Source: an optimization exercise on an open RTL-to-GDS flow (aim: small area, a short achievable clock period and few clock cycles per item). Production flows keep margins and buffers that such runs may drop. Only simulation tests tie the RTL to the original design; equivalence was not proved.

==> flow/design.v (excerpt) <==
module aes128_core (
    input  wire         clk,
    input  wire         rst,         
    input  wire         in_valid,
    output wire         in_ready,
    input  wire [127:0] key,
    input  wire [127:0] block_in,
    output reg          out_valid,
    output wire [127:0] block_out
);
export LEC_CHECK = 0
export ABC_AREA = 1
export CAP_MARGIN = 20
export CORE_MARGIN = 2
export CORE_UTILIZATION = 45
export PLACE_DENSITY = 0.6
export SLEW_MARGIN = 20
create_clock -name core_clock -period 10.0 [get_ports {clk}]
standard.sh (not shown) runs the stock make flow with config.mk's settings and CLKGATE_MAP_FILE= SYNTH_SCRIPT=/design/flow/synth_recipe.tcl, a recipe that flattens the netlist after the stock synthesis.
==> flow/flow/run.sh <==
#!/bin/bash
# Layout flow: the standard flow (standard.sh) with three changes.
# - Synthesis is the standard synthesis script (synth_recipe.tcl, ORFS's
#   synth.tcl) except that ABC maps the logic with flow/abc_map_area.script,
#   an area-oriented mapping. Registers are mapped before ABC runs, so they
#   are the standard synthesis's, with the same names and cells.
# - The input and output port buffers are sky130_fd_sc_hd__buf_2 cells rather
#   than the delay buffer that buffer_ports picks by default. Every port still
#   gets its own buffer.
# - Timing repair aims for a setup slack of at least 6.7 ns at the design's
#   10 ns clock, so that the resizer speeds up the critical paths; the clock
#   and the constraints are the design's, unchanged.
set -euo pipefail
here=$(pwd)
# synth.tcl with the ABC script replaced right after the preamble sets it
sed "s#^source \$::env(SCRIPTS_DIR)/synth_preamble.tcl\$#&\nset abc_args [lreplace \$abc_args 1 1 $here/flow/abc_map_area.script]#" \
  "$FLOW_HOME/scripts/synth.tcl" > my_synth_body.tcl
grep -q "abc_map_area.script" my_synth_body.tcl
sed "s#^source \$::env(SCRIPTS_DIR)/synth.tcl\$#source $here/my_synth_body.tcl#" synth_recipe.tcl > my_synth.tcl
grep -q "my_synth_body.tcl" my_synth.tcl
sed "s#SYNTH_SCRIPT=[^ ]*#SYNTH_SCRIPT=$here/my_synth.tcl#" standard.sh > my_standard.sh
grep -q "my_synth.tcl" my_standard.sh
export BUFFER_PORTS_ARGS="-buffer_cell sky130_fd_sc_hd__buf_2"
export SETUP_SLACK_MARGIN=6.7
bash my_standard.sh > standard_flow.log 2>&1
==> flow/flow/abc_map_area.script <==
strash
&get -n
&dch
&nf -R 1000
&put
topo
stime -c
buffer -c
upsize -c
dnsize -c
The baseline passed the timing, DRC and antenna checks.
Testbench counts at the start, summed over its fixed seeds: cycles 32,024, blocks 3,200.
Rerun with:
--- a/flow/flow/run.sh
+++ b/flow/flow/run.sh
@@ -8,5 +8,5 @@
 #   than the delay buffer that buffer_ports picks by default. Every port still
 #   gets its own buffer.
-# - Timing repair aims for a setup slack of at least 6.7 ns at the design's
+# - Timing repair aims for a setup slack of at least 6.6 ns at the design's
 #   10 ns clock, so that the resizer speeds up the critical paths; the clock
 #   and the constraints are the design's, unchanged.
@@ -22,4 +22,4 @@
 grep -q "my_synth.tcl" my_standard.sh
 export BUFFER_PORTS_ARGS="-buffer_cell sky130_fd_sc_hd__buf_2"
-export SETUP_SLACK_MARGIN=6.7
+export SETUP_SLACK_MARGIN=6.6
 bash my_standard.sh > standard_flow.log 2>&1
Outcome: The changed run completed without violations. Final area is lower by 3.5%. Area after synthesis is unchanged. Die area stays the same. Cell count came out lower by 1.2%. Setup slack gets worse by 0.0055 ns. Clock-buffer cell count does not change.
Rerun with:
CORE_UTILIZATION = 50   (was 45)
Outcome:
- cell area barely changes
- global-route usage grows by 3.2 points
- non-clock buffer count came out higher by 14
- synthesized cell count stays the same
- die area went down by 9.9%
- wire length fell by 0.57%

========
The RTL this note starts from:
==> flow/design.v <==
module aes128_core (
    input  wire         clk,
    input  wire         rst,         
    input  wire         in_valid,
    output wire         in_ready,
    input  wire [127:0] key,
    input  wire [127:0] block_in,
    output reg          out_valid,
    output wire [127:0] block_out
);
    function automatic [17:0] sbox_nl(input [7:0] x);
        reg U0,U1,U2,U3,U4,U5,U6,U7;
        reg T1,T2,T3,T4,T5,T6,T7,T8,T9,T10,T11,T12,T13,T14,T15,T16,T17,T18,T19,T20,T21,T22,T23,T24,T25,T26,T27,M1,M2,M3,M4,M5,M6,M7,M8,M9,M10,M11,M12,M13,M14,M15,M16,M17,M18,M19,M20,M21,M22,M23,M24,M25,M26,M27,M28,M29,M30,M31,M32,M33,M34,M35,M36,M37,M38,M39,M40,M41,M42,M43,M44,M45,M46,M47,M48,M49,M50,M51,M52,M53,M54,M55,M56,M57,M58,M59,M60,M61,M62,M63;
        begin
            {U0,U1,U2,U3,U4,U5,U6,U7} = x;
            T1 = U0 ^ U3;
            T2 = U0 ^ U5;
            T3 = U0 ^ U6;
            T4 = U3 ^ U5;
            T5 = U4 ^ U6;
            T6 = T1 ^ T5;
            T7 = U1 ^ U2;
            T8 = U7 ^ T6;
            T9 = U7 ^ T7;
            T10 = T6 ^ T7;
            T11 = U1 ^ U5;
            T12 = U2 ^ U5;
            T13 = T3 ^ T4;
            T14 = T6 ^ T11;
            T15 = T5 ^ T11;
            T16 = T5 ^ T12;
            T17 = T9 ^ T16;
            T18 = U3 ^ U7;
            T19 = T7 ^ T18;
            T20 = T1 ^ T19;
            T21 = U6 ^ U7;
            T22 = T7 ^ T21;
            T23 = T2 ^ T22;
            T24 = T2 ^ T10;
            T25 = T20 ^ T17;
            T26 = T3 ^ T16;
            T27 = T1 ^ T12;
            M1 = T13 & T6;
            M2 = T23 & T8;
            M3 = T14 ^ M1;
            M4 = T19 & U7;
            M5 = M4 ^ M1;
            M6 = T3 & T16;
            M7 = T22 & T9;
            M8 = T26 ^ M6;
            M9 = T20 & T17;
            M10 = M9 ^ M6;
            M11 = T1 & T15;
            M12 = T4 & T27;
            M13 = M12 ^ M11;
            M14 = T2 & T10;
            M15 = M14 ^ M11;
            M16 = M3 ^ M2;
            M17 = M5 ^ T24;
            M18 = M8 ^ M7;
            M19 = M10 ^ M15;
            M20 = M16 ^ M13;
            M21 = M17 ^ M15;
            M22 = M18 ^ M13;
            M23 = M19 ^ T25;
            M24 = M22 ^ M23;
            M25 = M22 & M20;
            M26 = M21 ^ M25;
            M27 = M20 ^ M21;
            M28 = M23 ^ M25;
            M29 = M28 & M27;
            M30 = M26 & M24;
            M31 = M20 & M23;
            M32 = M27 & M31;
            M33 = M27 ^ M25;
            M34 = M21 & M22;
            M35 = M24 & M34;
            M36 = M24 ^ M25;
            M37 = M21 ^ M29;
            M38 = M32 ^ M33;
            M39 = M23 ^ M30;
            M40 = M35 ^ M36;
            M41 = M38 ^ M40;
            M42 = M37 ^ M39;
            M43 = M37 ^ M38;
            M44 = M39 ^ M40;
            M45 = M42 ^ M41;
            M46 = M44 & T6;
            M47 = M40 & T8;
            M48 = M39 & U7;
            M49 = M43 & T16;
            M50 = M38 & T9;
            M51 = M37 & T17;
            M52 = M42 & T15;
            M53 = M45 & T27;
            M54 = M41 & T10;
            M55 = M44 & T13;
            M56 = M40 & T23;
            M57 = M39 & T19;
            M58 = M43 & T3;
            M59 = M38 & T22;
            M60 = M37 & T20;
            M61 = M42 & T1;
            M62 = M45 & T4;
            M63 = M41 & T2;
            sbox_nl = {M46, M47, M48, M49, M50, M51, M52, M53, M54, M55, M56, M57, M58, M59, M60, M61, M62, M63};
        end
    endfunction
    function automatic [7:0] sbox_lin(input [17:0] m);
        reg M46,M47,M48,M49,M50,M51,M52,M53,M54,M55,M56,M57,M58,M59,M60,M61,M62,M63;
        reg L0,L1,L2,L3,L4,L5,L6,L7,L8,L9,L10,L11,L12,L13,L14,L15,L16,L17,L18,L19,L20,L21,L22,L23,L24,L25,L26,L27,L28,L29;
        begin
            {M46, M47, M48, M49, M50, M51, M52, M53, M54, M55, M56, M57, M58, M59, M60, M61, M62, M63} = m;
            L0 = M61 ^ M62;
            L1 = M50 ^ M56;
            L2 = M46 ^ M48;
            L3 = M47 ^ M55;
            L4 = M54 ^ M58;
            L5 = M49 ^ M61;
            L6 = M62 ^ L5;
            L7 = M46 ^ L3;
            L8 = M51 ^ M59;
            L9 = M52 ^ M53;
            L10 = M53 ^ L4;
            L11 = M60 ^ L2;
            L12 = M48 ^ M51;
            L13 = M50 ^ L0;
            L14 = M52 ^ M61;
            L15 = M55 ^ L1;
            L16 = M56 ^ L0;
            L17 = M57 ^ L1;
            L18 = M58 ^ L8;
            L19 = M63 ^ L4;
            L20 = L0 ^ L1;
            L21 = L1 ^ L7;
            L22 = L3 ^ L12;
            L23 = L18 ^ L2;
            L24 = L15 ^ L9;
            L25 = L6 ^ L10;
            L26 = L7 ^ L9;
            L27 = L8 ^ L10;
            L28 = L11 ^ L14;
            L29 = L11 ^ L17;
            sbox_lin = {L6 ^ L24, ~(L16 ^ L26), ~(L19 ^ L28), L6 ^ L21, L20 ^ L22, L25 ^ L29, ~(L13 ^ L27), ~(L6 ^ L23)};
        end
    endfunction
    function automatic [7:0] xtime(input [7:0] b);
        xtime = {b[6:0], 1'b0} ^ (b[7] ? 8'h1b : 8'h00);
    endfunction
    function automatic [31:0] mix_column(input [31:0] col);
        reg [7:0] a0, a1, a2, a3;
        begin
            a0 = col[31:24]; a1 = col[23:16]; a2 = col[15:8]; a3 = col[7:0];
            mix_column = {xtime(a0) ^ xtime(a1) ^ a1 ^ a2 ^ a3,
                          a0 ^ xtime(a1) ^ xtime(a2) ^ a2 ^ a3,
                          a0 ^ a1 ^ xtime(a2) ^ xtime(a3) ^ a3,
                          xtime(a0) ^ a0 ^ a1 ^ a2 ^ xtime(a3)};
        end
    endfunction
    function automatic [127:0] mix_columns(input [127:0] s);
        mix_columns = {mix_column(s[127:96]), mix_column(s[95:64]),
                       mix_column(s[63:32]),  mix_column(s[31:0])};
    endfunction
    function automatic [127:0] shift_rows(input [127:0] s);
        integer r, c;
        for (c = 0; c < 4; c = c + 1)
            for (r = 0; r < 4; r = r + 1)
                shift_rows[127 - 8*(4*c + r) -: 8] = s[127 - 8*(4*((c + r) % 4) + r) -: 8];
    endfunction
    function automatic [287:0] nl_state(input [127:0] s);
        integer i;
        for (i = 0; i < 16; i = i + 1)
            nl_state[287 - 18*i -: 18] = sbox_nl(s[127 - 8*i -: 8]);
    endfunction
    function automatic [71:0] nl_word(input [31:0] w);
        integer i;
        for (i = 0; i < 4; i = i + 1)
            nl_word[71 - 18*i -: 18] = sbox_nl(w[31 - 8*i -: 8]);
    endfunction
    function automatic [127:0] lin_state(input [287:0] m);
        integer i;
        for (i = 0; i < 16; i = i + 1)
            lin_state[127 - 8*i -: 8] = sbox_lin(m[287 - 18*i -: 18]);
    endfunction
    function automatic [31:0] lin_word(input [71:0] m);
        integer i;
        for (i = 0; i < 4; i = i + 1)
            lin_word[31 - 8*i -: 8] = sbox_lin(m[71 - 18*i -: 18]);
    endfunction
    reg  [127:0] s1;
    reg  [127:0] k1;
    reg  [7:0]   rc1;
    reg          v1;          
    reg  [287:0] m2;
    reg  [71:0]  t2;
    reg  [127:0] k2;
    reg  [7:0]   rc2;
    reg          v2;
    reg  [127:0] res;
    reg          rdy;
    wire [127:0] sb = lin_state(m2);
    wire [31:0]  w0 = k2[127:96] ^ lin_word(t2) ^ {rc2, 24'h000000};
    wire [31:0]  w1 = k2[95:64]  ^ w0;
    wire [31:0]  w2 = k2[63:32]  ^ w1;
    wire [31:0]  w3 = k2[31:0]   ^ w2;
    wire [127:0] rk = {w0, w1, w2, w3};
    wire         last = (rc2 == 8'h36);
    wire         free = !v2 || last;
    assign in_ready  = rdy;
    assign block_out = res;
    always @(posedge clk) begin
        m2  <= nl_state(shift_rows(s1));
        t2  <= nl_word({k1[23:0], k1[31:24]});
        k2  <= k1;
        rc2 <= rc1;
        if (free) begin
            s1  <= block_in ^ key;
            k1  <= key;
            rc1 <= 8'h01;
        end else begin
            s1  <= mix_columns(sb) ^ rk;
            k1  <= rk;
            rc1 <= xtime(rc2);
        end
        res <= sb ^ rk;
        if (rst) begin
            v1        <= 1'b0;
            v2        <= 1'b0;
            out_valid <= 1'b0;
            rdy       <= 1'b1;
        end else begin
            v2        <= v1;
            v1        <= free ? in_valid : 1'b1;
            out_valid <= v2 && last;
            rdy       <= !v1 || (rc1 == 8'h36);
        end
    end
endmodule
Settings: LEC_CHECK=0, ABC_AREA=1, CAP_MARGIN=20, CORE_MARGIN=2, CORE_UTILIZATION=45, PLACE_DENSITY=0.6, SLEW_MARGIN=20; clock period 10.0 ns.
==> flow/flow/run.sh <==
#!/bin/bash
# Layout flow: the standard flow (standard.sh) with three changes.
# - Synthesis is the standard synthesis script (synth_recipe.tcl, ORFS's
#   synth.tcl) except that ABC maps the logic with flow/abc_map_area.script,
#   an area-oriented mapping. Registers are mapped before ABC runs, so they
#   are the standard synthesis's, with the same names and cells.
# - The input and output port buffers are sky130_fd_sc_hd__buf_2 cells rather
#   than the delay buffer that buffer_ports picks by default. Every port still
#   gets its own buffer.
# - Timing repair aims for a setup slack of at least 6.4 ns at the design's
#   10 ns clock, so that the resizer speeds up the critical paths; the clock
#   and the constraints are the design's, unchanged.
set -euo pipefail
here=$(pwd)
# synth.tcl with the ABC script replaced right after the preamble sets it
sed "s#^source \$::env(SCRIPTS_DIR)/synth_preamble.tcl\$#&\nset abc_args [lreplace \$abc_args 1 1 $here/flow/abc_map_area.script]#" \
  "$FLOW_HOME/scripts/synth.tcl" > my_synth_body.tcl
grep -q "abc_map_area.script" my_synth_body.tcl
sed "s#^source \$::env(SCRIPTS_DIR)/synth.tcl\$#source $here/my_synth_body.tcl#" synth_recipe.tcl > my_synth.tcl
grep -q "my_synth_body.tcl" my_synth.tcl
sed "s#SYNTH_SCRIPT=[^ ]*#SYNTH_SCRIPT=$here/my_synth.tcl#" standard.sh > my_standard.sh
grep -q "my_synth.tcl" my_standard.sh
export BUFFER_PORTS_ARGS="-buffer_cell sky130_fd_sc_hd__buf_2"
export SETUP_SLACK_MARGIN=6.4
bash my_standard.sh > standard_flow.log 2>&1
Scripts as last shown in full above: flow/flow/abc_map_area.script
Testbench counts at the start, summed over its fixed seeds: cycles 32,024, blocks 3,200.
Edit:
--- a/flow/flow/run.sh
+++ b/flow/flow/run.sh
@@ -10 +10 @@
-# - Timing repair aims for a setup slack of at least 6.4 ns at the design's
+# - Timing repair aims for a setup slack of at least 6.7 ns at the design's
@@ -24 +24 @@
-export SETUP_SLACK_MARGIN=6.4
+export SETUP_SLACK_MARGIN=6.7
==> flow/flow/abc_map_area.script (replaced) <==
strash
dch
amap
topo
stime -c
buffer -c
upsize -c
dnsize -c
--- a/flow/config.mk
+++ b/flow/config.mk
@@ -11,2 +11,2 @@
-export CORE_UTILIZATION = 45
-export PLACE_DENSITY = 0.6
+export CORE_UTILIZATION = 55
+export PLACE_DENSITY = 0.7
After rerunning: Cell count came out higher by 36%; routed wire length came out higher by about 40%; setup slack gets worse by 210 ps.
Edit:
--- a/flow/flow/run.sh
+++ b/flow/flow/run.sh
@@ -10 +10 @@
-# - Timing repair aims for a setup slack of at least 6.7 ns at the design's
+# - Timing repair aims for a setup slack of at least 6.4 ns at the design's
@@ -24 +24 @@
-export SETUP_SLACK_MARGIN=6.7
+export SETUP_SLACK_MARGIN=6.4
==> flow/flow/abc_map_area.script (replaced) <==
strash
dch
map -a
topo
stime -c
buffer -c
upsize -c
dnsize -c
--- a/flow/config.mk
+++ b/flow/config.mk
@@ -11,2 +11,3 @@
-export CORE_UTILIZATION = 55
-export PLACE_DENSITY = 0.7
+export CORE_UTILIZATION = 45
+export GPL_TIMING_DRIVEN = 1
+export PLACE_DENSITY = 0.6
What happened:
- The new run went through all stages and came out clean
- cell count came out lower by about 14%
- global-route usage came out lower by 12 points
- fmax came out higher by about 8%
- core utilization came out lower by 29 points
- design area came out lower by about 16%
- synthesized area came out higher by 5.2%
Edit:
==> flow/flow/run.sh (replaced) <==
#!/bin/bash
# Layout flow: the standard flow (standard.sh) with two changes.
# - The input and output port buffers are sky130_fd_sc_hd__buf_2 cells rather
#   than the delay buffer that buffer_ports picks by default. Every port still
#   gets its own buffer.
# - Timing repair aims for a setup slack of at least 6.4 ns at the design's
#   10 ns clock, so that the resizer speeds up the critical paths; the clock
#   and the constraints are the design's, unchanged.
set -euo pipefail
export BUFFER_PORTS_ARGS="-buffer_cell sky130_fd_sc_hd__buf_2"
export SETUP_SLACK_MARGIN=6.4
bash standard.sh > standard_flow.log 2>&1
--- a/flow/config.mk
+++ b/flow/config.mk
@@ -12 +11,0 @@
-export GPL_TIMING_DRIVEN = 1
removed: flow/flow/abc_map_area.script
The changed run completed with no timing, DRC or antenna violations.
Sequential share of layout area is lower by 3.2 points.
Die area is higher by 16%.
Worst hold slack gains 5.8 ps.
Global-route usage is higher by 4.4 points.
Core utilization is lower by 1.4 points.
Edit:
--- a/flow/flow/run.sh
+++ b/flow/flow/run.sh
@@ -2 +2,5 @@
-# Layout flow: the standard flow (standard.sh) with two changes.
+# Layout flow: the standard flow (standard.sh) with three changes.
+# - Synthesis is the standard synthesis script (synth_recipe.tcl, ORFS's
+#   synth.tcl) except that ABC maps the logic with flow/abc_map_area.script,
+#   an area-oriented mapping. Registers are mapped before ABC runs, so they
+#   are the standard synthesis's, with the same names and cells.
@@ -6 +10 @@
-# - Timing repair aims for a setup slack of at least 6.4 ns at the design's
+# - Timing repair aims for a setup slack of at least 6.55 ns at the design's
@@ -9,0 +14,9 @@
+here=$(pwd)
+# synth.tcl with the ABC script replaced right after the preamble sets it
+sed "s#^source \$::env(SCRIPTS_DIR)/synth_preamble.tcl\$#&\nset abc_args [lreplace \$abc_args 1 1 $here/flow/abc_map_area.script]#" \
+  "$FLOW_HOME/scripts/synth.tcl" > my_synth_body.tcl
+grep -q "abc_map_area.script" my_synth_body.tcl
+sed "s#^source \$::env(SCRIPTS_DIR)/synth.tcl\$#source $here/my_synth_body.tcl#" synth_recipe.tcl > my_synth.tcl
+grep -q "my_synth_body.tcl" my_synth.tcl
+sed "s#SYNTH_SCRIPT=[^ ]*#SYNTH_SCRIPT=$here/my_synth.tcl#" standard.sh > my_standard.sh
+grep -q "my_synth.tcl" my_standard.sh
@@ -11,2 +24,2 @@
-export SETUP_SLACK_MARGIN=6.4
-bash standard.sh > standard_flow.log 2>&1
+export SETUP_SLACK_MARGIN=6.55
+bash my_standard.sh > standard_flow.log 2>&1
==> flow/flow/abc_map_area.script (new file) <==
strash
dch
map -a
topo
stime -c
buffer -c
upsize -c
dnsize -c
The new run produced a clean layout.
Non-clock buffer count increases by 108.
Via count came out lower by a quarter to a third.
Setup slack improved by 64 ps.
Design area went down by a little under a tenth.
Synthesized cell count falls by a quarter to a third.
Global-route usage decreases by 4.3 points.
First-iteration DRC count came out lower by well over a third.

-- separate check: timing with driven ports --
In the flow no input, the clock included, has a driving cell. The finished layouts below were timed again as built, in two steps. Step 1 assumes that a clkbuf_16 drives the clock port and a buf_2 every other input. Step 2 also shifts input and output timing later by t, the mid clock arrival at the registers, as if the neighbouring blocks saw the same clock. Slacks: no drivers / after step 1 / after step 2; pairs: no drivers / after step 1.
run | shift t [ns] | setup WS [ns] | hold slack, ns | clock arrival spread, ns | worst data-port slew with drivers (ns)
the first run of note 1 | 0.743 | 6.650 / 6.639 / 6.650 | 0.315 / 0.315 / 0.315 | 0.048 / 0.048 | 0.06
the second run of note 1 | 0.740 | 6.645 / 6.606 / 6.542 | 0.316 / 0.316 / 0.316 | 0.046 / 0.046 | 0.06
the third run of note 1 | 0.728 | 6.574 / 6.574 / 6.574 | 0.317 / 0.317 / 0.317 | 0.022 / 0.023 | 0.06
the first run of note 2 | 0.750 | 6.438 / 6.438 / 6.438 | 0.316 / 0.316 / 0.316 | 0.039 / 0.039 | 0.09
the second run of note 2 | 0.772 | 6.223 / 6.223 / 6.223 | 0.316 / 0.316 / 0.316 | 0.025 / 0.025 | 0.18
the third run of note 2 | 0.753 | 6.507 / 6.466 / 6.507 | 0.320 / 0.320 / 0.320 | 0.034 / 0.034 | 0.20
the fourth run of note 2 | 0.795 | 6.473 / 6.473 / 6.473 | 0.325 / 0.325 / 0.325 | 0.034 / 0.034 | 0.07
the fifth run of note 2 | 0.755 | 6.537 / 6.470 / 6.537 | 0.321 / 0.321 / 0.321 | 0.032 / 0.032 | 0.19
After both steps setup and hold are still met in every run listed. For the second run of note 1, which loses most, drivers alone change the setup slack by -0.039 ns; drivers and shift together by -0.103 ns.
